This design comes from an exercise in tuning for small area and a short achievable clock period on the open sky130 flow, not from production work.
In this exercise RTL edits were held to simulation tests only and were not proved equivalent to the original.
Power and IR drop assume default switching activity.

yarrow:
Design enc_top, start of the top module:
module enc_top (
    input  wire        clk,
    input  wire        rst,           
    input  wire        en,            
    input  wire [7:0]  filt_n,        
    input  wire        invert,        
    input  wire        enc_a,
    input  wire        enc_b,
    input  wire        clr_unc,       
    output reg  [47:0] count,         
    output wire [55:0] p256,          
    output wire        fwd,           
    output wire        still,         
    output wire [23:0] deff,          
    output reg  [23:0] delta,         
    output reg         uncertain,     
    output reg  [23:0] ill_count      
);
Size in the first run: ~2,200 cells after synthesis, about 280 flip-flops, ~190 I/O pins, about 0.020 sq mm of cells after synthesis.
Settings: LEC_CHECK=0, CAP_MARGIN=20, CORE_MARGIN=2, CORE_UTILIZATION=40, SLEW_MARGIN=20; clock period 110.0 ns.
standard.sh (not shown) runs the stock make flow with config.mk's settings and CLKGATE_MAP_FILE= SYNTH_SCRIPT=/design/flow/synth_recipe.tcl, a recipe that flattens the netlist after the stock synthesis.
==> flow/flow/run.sh <==
#!/bin/bash
# The standard layout, with plain buffers on the ports instead of the
# delay cell buffer_ports picks by default, and a clock tree of smaller
# buffers without dummy loads. Each tool's output goes to its own log
# here; ORFS keeps its step logs under orfs/logs.
set -euo pipefail
export BUFFER_PORTS_ARGS="-buffer_cell sky130_fd_sc_hd__buf_1"
export CTS_ARGS="-sink_clustering_enable -repair_clock_nets -dont_use_dummy_load -buf_list sky130_fd_sc_hd__clkbuf_8 -sink_clustering_size 16 -sink_clustering_max_diameter 60"
export SETUP_SLACK_MARGIN=84.3
bash standard.sh > standard.log 2>&1
yarrow | status: complete | timing, DRC, antenna: pass
Modified inputs, willow compared to yarrow
diff --git a/flow/flow/run.sh b/flow/flow/run.sh
--- a/flow/flow/run.sh
+++ b/flow/flow/run.sh
@@ -8,3 +8,3 @@
 export CTS_ARGS="-sink_clustering_enable -repair_clock_nets -dont_use_dummy_load -buf_list sky130_fd_sc_hd__clkbuf_8 -sink_clustering_size 16 -sink_clustering_max_diameter 60"
-export SETUP_SLACK_MARGIN=84.3
+export SETUP_SLACK_MARGIN=84.6
 bash standard.sh > standard.log 2>&1
## What came out
willow vs. yarrow: delay of the slowest cell on the worst path went up by 0.16 ns, worst setup slack went up by 0.23 ns, met2 wirelength from detailed routing went up by 0.49%. On register fraction of the total cell area, yarrow and willow are basically level.

========
Setup of old:
enc_top, a different RTL version from the one above (not shown whole).
Size in the first run: roughly 2400 cells after synthesis, roughly 280 flip-flops, about 190 I/O pins.
==> flow/config.mk <==
export PLATFORM = sky130hd
export DESIGN_NAME = enc_top
export DESIGN_NICKNAME = enc_top
export VERILOG_FILES = /design/flow/design.v
export SDC_FILE = /design/flow/constraint.sdc
export NUM_CORES = 4
export LEC_CHECK = 0
export CAP_MARGIN = 20
export CORE_MARGIN = 2
export CORE_UTILIZATION = 40
export SLEW_MARGIN = 20
==> flow/constraint.sdc <==
create_clock -name core_clock -period 110.0 [get_ports {clk}]
set_input_delay 22.0000 -clock core_clock [delete_from_list [all_inputs] [get_ports {clk}]]
set_output_delay 22.0000 -clock core_clock [all_outputs]
set_load 0.01 [all_outputs]
run.sh (not shown) runs the stock make flow with config.mk's settings and CLKGATE_MAP_FILE= SYNTH_SCRIPT=/design/flow/synth_recipe.tcl, a recipe that flattens the netlist after the stock synthesis.
Stock flow here: none of the scripts above is used.
The final layout from old, which completed every stage, passed the timing, design-rule and antenna checks at the end of the flow.
## Diff of input files: new against old
==> flow/flow/run.sh (new file) <==
#!/bin/bash
# The standard layout, with plain buffers on the ports instead of the
# delay cell buffer_ports picks by default, and a clock tree of smaller
# buffers without dummy loads. Each tool's output goes to its own log
# here; ORFS keeps its step logs under orfs/logs.
set -euo pipefail
export BUFFER_PORTS_ARGS="-buffer_cell sky130_fd_sc_hd__buf_2"
export CTS_ARGS="-sink_clustering_enable -repair_clock_nets -dont_use_dummy_load -buf_list sky130_fd_sc_hd__clkbuf_8 -sink_clustering_size 16 -sink_clustering_max_diameter 60"
bash standard.sh > standard.log 2>&1
==> flow/standard.sh (new file) <==
#!/bin/bash
# synth_recipe.tcl (not shown) runs the flow's synth.tcl, then flattens the netlist and writes it again
# the make line also repeats each setting of config.mk as NAME=value (left out here)
make -C /OpenROAD-flow-scripts/flow DESIGN_CONFIG=/design/flow/config.mk WORK_HOME=/design/flow/orfs CLKGATE_MAP_FILE= SYNTH_SCRIPT=/design/flow/synth_recipe.tcl "${@:-finish}"
removed: flow/run.sh
Findings:
Final critical-path required period on new is ahead of old.
The cell count of the worst hold path on new is in line with that on old.
Multi-input combinational area share up 4.3 points in new wrt old
Between new and old, the number of fill cells is lower for old.
new reports a higher fmax than old does.
| clock latency reported for the late side of the worst-skew pair | lower: old |
Highest fanout seen on the critical path: old vs new identical
new vs old on clock network power share: new is the lower one.
new: flow completed, timing, DRC and antenna clean

========
RTL: one of the versions met above, not the one the previous note started from.
Size: about 280 flip-flops.
==> flow/config.mk <==
export PLATFORM = sky130hd
export DESIGN_NAME = enc_top
export DESIGN_NICKNAME = enc_top
export VERILOG_FILES = /design/flow/design.v
export SDC_FILE = /design/flow/constraint.sdc
export NUM_CORES = 4
export LEC_CHECK = 0
export CAP_MARGIN = 20
export CORE_MARGIN = 2
export CORE_UTILIZATION = 40
export SLEW_MARGIN = 20
==> flow/constraint.sdc <==
create_clock -name core_clock -period 110.0 [get_ports {clk}]
set_input_delay 22.0000 -clock core_clock [delete_from_list [all_inputs] [get_ports {clk}]]
set_output_delay 22.0000 -clock core_clock [all_outputs]
set_load 0.01 [all_outputs]
standard.sh (not shown) runs the stock make flow with config.mk's settings and CLKGATE_MAP_FILE= SYNTH_SCRIPT=/design/flow/synth_recipe.tcl, a recipe that flattens the netlist after the stock synthesis.
==> flow/flow/run.sh <==
#!/bin/bash
# The standard layout, with plain buffers on the ports instead of the
# delay cell buffer_ports picks by default, and a clock tree of smaller
# buffers without dummy loads. Each tool's output goes to its own log
# here; ORFS keeps its step logs under orfs/logs.
set -euo pipefail
export BUFFER_PORTS_ARGS="-buffer_cell sky130_fd_sc_hd__buf_1"
export CTS_ARGS="-sink_clustering_enable -repair_clock_nets -dont_use_dummy_load -buf_list sky130_fd_sc_hd__clkbuf_8 -sink_clustering_size 16 -sink_clustering_max_diameter 60"
export SETUP_SLACK_MARGIN=85.0
bash standard.sh > standard.log 2>&1
Next try:
--- a/flow/flow/run.sh
+++ b/flow/flow/run.sh
@@ -5,6 +5,6 @@
 # here; ORFS keeps its step logs under orfs/logs.
 set -euo pipefail
-export BUFFER_PORTS_ARGS="-buffer_cell sky130_fd_sc_hd__buf_1"
+export BUFFER_PORTS_ARGS="-buffer_cell sky130_fd_sc_hd__buf_2"
 export CTS_ARGS="-sink_clustering_enable -repair_clock_nets -dont_use_dummy_load -buf_list sky130_fd_sc_hd__clkbuf_8 -sink_clustering_size 16 -sink_clustering_max_diameter 60"
-export SETUP_SLACK_MARGIN=85.0
+export SETUP_SLACK_MARGIN=84.6
 bash standard.sh > standard.log 2>&1
Cell area is about the same.
Global-route usage fell by 0.14 points.
Die area is unchanged.
Power is lower by about 0.9%.
Critical path depth came out lower by 3.
Non-clock buffer count fell by 16.
Sequential power stays flat.
Combinational power is about the same.
Next try:
--- a/flow/flow/run.sh
+++ b/flow/flow/run.sh
@@ -5,5 +5,5 @@
 # here; ORFS keeps its step logs under orfs/logs.
 set -euo pipefail
-export BUFFER_PORTS_ARGS="-buffer_cell sky130_fd_sc_hd__buf_2"
+export BUFFER_PORTS_ARGS="-buffer_cell sky130_fd_sc_hd__buf_1"
 export CTS_ARGS="-sink_clustering_enable -repair_clock_nets -dont_use_dummy_load -buf_list sky130_fd_sc_hd__clkbuf_8 -sink_clustering_size 16 -sink_clustering_max_diameter 60"
 export SETUP_SLACK_MARGIN=84.6
Settings changed: CORE_UTILIZATION 40 to 60.
What happened: The changed run passed the timing, design-rule and antenna checks; via count climbs by 0.80%; final area is lower by 2.4%; total power came out higher by 0.70%; maximum frequency hardly moves; count of clock-buffer cells in the layout went up by 1; combinational power barely changes; wire length drops by 5.5%; clock skew shrinks by 0.038 ns; critical path depth went up by 2.

========
indigo:
enc_top with an RTL version that a note above also has.
Size: about 280 flip-flops, about 190 I/O pins.
==> flow/design.v (excerpt) <==
module enc_top (
    input  wire        clk,
    input  wire        rst,           
    input  wire        en,            
    input  wire [7:0]  filt_n,        
    input  wire        invert,        
    input  wire        enc_a,
    input  wire        enc_b,
    input  wire        clr_unc,       
    output reg  [47:0] count,         
    output wire [55:0] p256,          
    output wire        fwd,           
    output wire        still,         
    output wire [23:0] deff,          
    output reg  [23:0] delta,         
    output reg         uncertain,     
    output reg  [23:0] ill_count      
);
==> flow/config.mk <==
export PLATFORM = sky130hd
export DESIGN_NAME = enc_top
export DESIGN_NICKNAME = enc_top
export VERILOG_FILES = /design/flow/design.v
export SDC_FILE = /design/flow/constraint.sdc
export NUM_CORES = 4
export LEC_CHECK = 0
export CAP_MARGIN = 20
export CORE_MARGIN = 2
export CORE_UTILIZATION = 40
export SLEW_MARGIN = 20
==> flow/constraint.sdc <==
create_clock -name core_clock -period 110.0 [get_ports {clk}]
set_input_delay 22.0000 -clock core_clock [delete_from_list [all_inputs] [get_ports {clk}]]
set_output_delay 22.0000 -clock core_clock [all_outputs]
set_load 0.01 [all_outputs]
==> flow/flow/run.sh <==
#!/bin/bash
# The standard layout, with plain buffers on the ports instead of the
# delay cell buffer_ports picks by default, and a clock tree of smaller
# buffers without dummy loads. Each tool's output goes to its own log
# here; ORFS keeps its step logs under orfs/logs.
set -euo pipefail
export BUFFER_PORTS_ARGS="-buffer_cell sky130_fd_sc_hd__buf_2"
export CTS_ARGS="-sink_clustering_enable -repair_clock_nets -dont_use_dummy_load -buf_list sky130_fd_sc_hd__clkbuf_4 -sink_clustering_size 8 -sink_clustering_max_diameter 40"
bash standard.sh > standard.log 2>&1
The following lists how garnet was set up differently from indigo:
# indigo
export LEC_CHECK = 0
export CAP_MARGIN = 20
export CORE_MARGIN = 2
export CORE_UTILIZATION = 40
export SLEW_MARGIN = 20
create_clock -name core_clock -period 110.0 [get_ports {clk}]
# garnet
export LEC_CHECK = 0
export CAP_MARGIN = 20
export CORE_MARGIN = 2
export CORE_UTILIZATION = 40
export CTS_BUF_LIST = sky130_fd_sc_hd__clkbuf_8
export CTS_CLUSTER_DIAMETER = 60
export CTS_CLUSTER_SIZE = 16
export SLEW_MARGIN = 20
create_clock -name core_clock -period 110.0 [get_ports {clk}]
==> flow/run.sh (new file) <==
#!/bin/bash
# synth_recipe.tcl (not shown) runs the flow's synth.tcl, then flattens the netlist and writes it again
# the make line also repeats each setting of config.mk as NAME=value (left out here)
make -C /OpenROAD-flow-scripts/flow DESIGN_CONFIG=/design/flow/config.mk WORK_HOME=/design/flow/orfs CLKGATE_MAP_FILE= SYNTH_SCRIPT=/design/flow/synth_recipe.tcl finish
removed: flow/flow/run.sh
removed: flow/standard.sh
## What came out
- The run with more routed wire is garnet, not indigo.
- Diff indigo -> garnet | portion of the layout cell area used by clock cells | increase of 1.6 points
- | final estimated routing congestion in global placement | garnet vs indigo | about 3.6% lower |
- Delta (garnet minus indigo): switching power share of the total decreased 1.2 points; initial DRC count now sits at about the same level; met3 global-route usage essentially unchanged; cell count grew by 10; layout overhead on the synthesized area increased 6.7 points.
- garnet against indigo: summed area of non-filler cells in the final layout went up by 6.1%, critical path arrival went up by 0.32 ns.

[afterwards: timing with drivers on the ports]
Ports are ideal in the flow. The routed layouts listed here were re-timed in OpenROAD. Step 1 sets driving cells, clkbuf_16 on the clock port and buf_2 on the other inputs (assumed; they add their load-dependent delay and slew). Step 2, shift: input delay + t, output delay - t, t = (earliest + latest rising clock arrival at the registers) / 2. This alone moves slack from input paths to output paths. Slacks: ideal / step 1 / step 2; pairs: ideal / step 1.
run	t, ns	setup WS [ns]	cell pins on the clock port's net
yarrow	0.673	84.586 / 84.538 / 84.044	1
willow	0.675	84.812 / 84.763 / 84.362	1
old	0.601	83.731 / 83.676 / 83.485	1
new	0.619	84.128 / 84.080 / 83.915	1
the first run of note 3	0.686	85.051 / 85.000 / 84.578	1
the second run of note 3	0.655	84.830 / 84.781 / 84.331	1
the third run of note 3	0.641	84.801 / 84.751 / 84.339	1
indigo	0.823	83.976 / 83.924 / 83.930	1
garnet	0.658	83.665 / 83.611 / 83.499	1
After both steps setup and hold are still met in every run listed. The setup slack of yarrow, which loses most, moves by -0.048 ns with the drivers and by -0.542 ns with both steps.
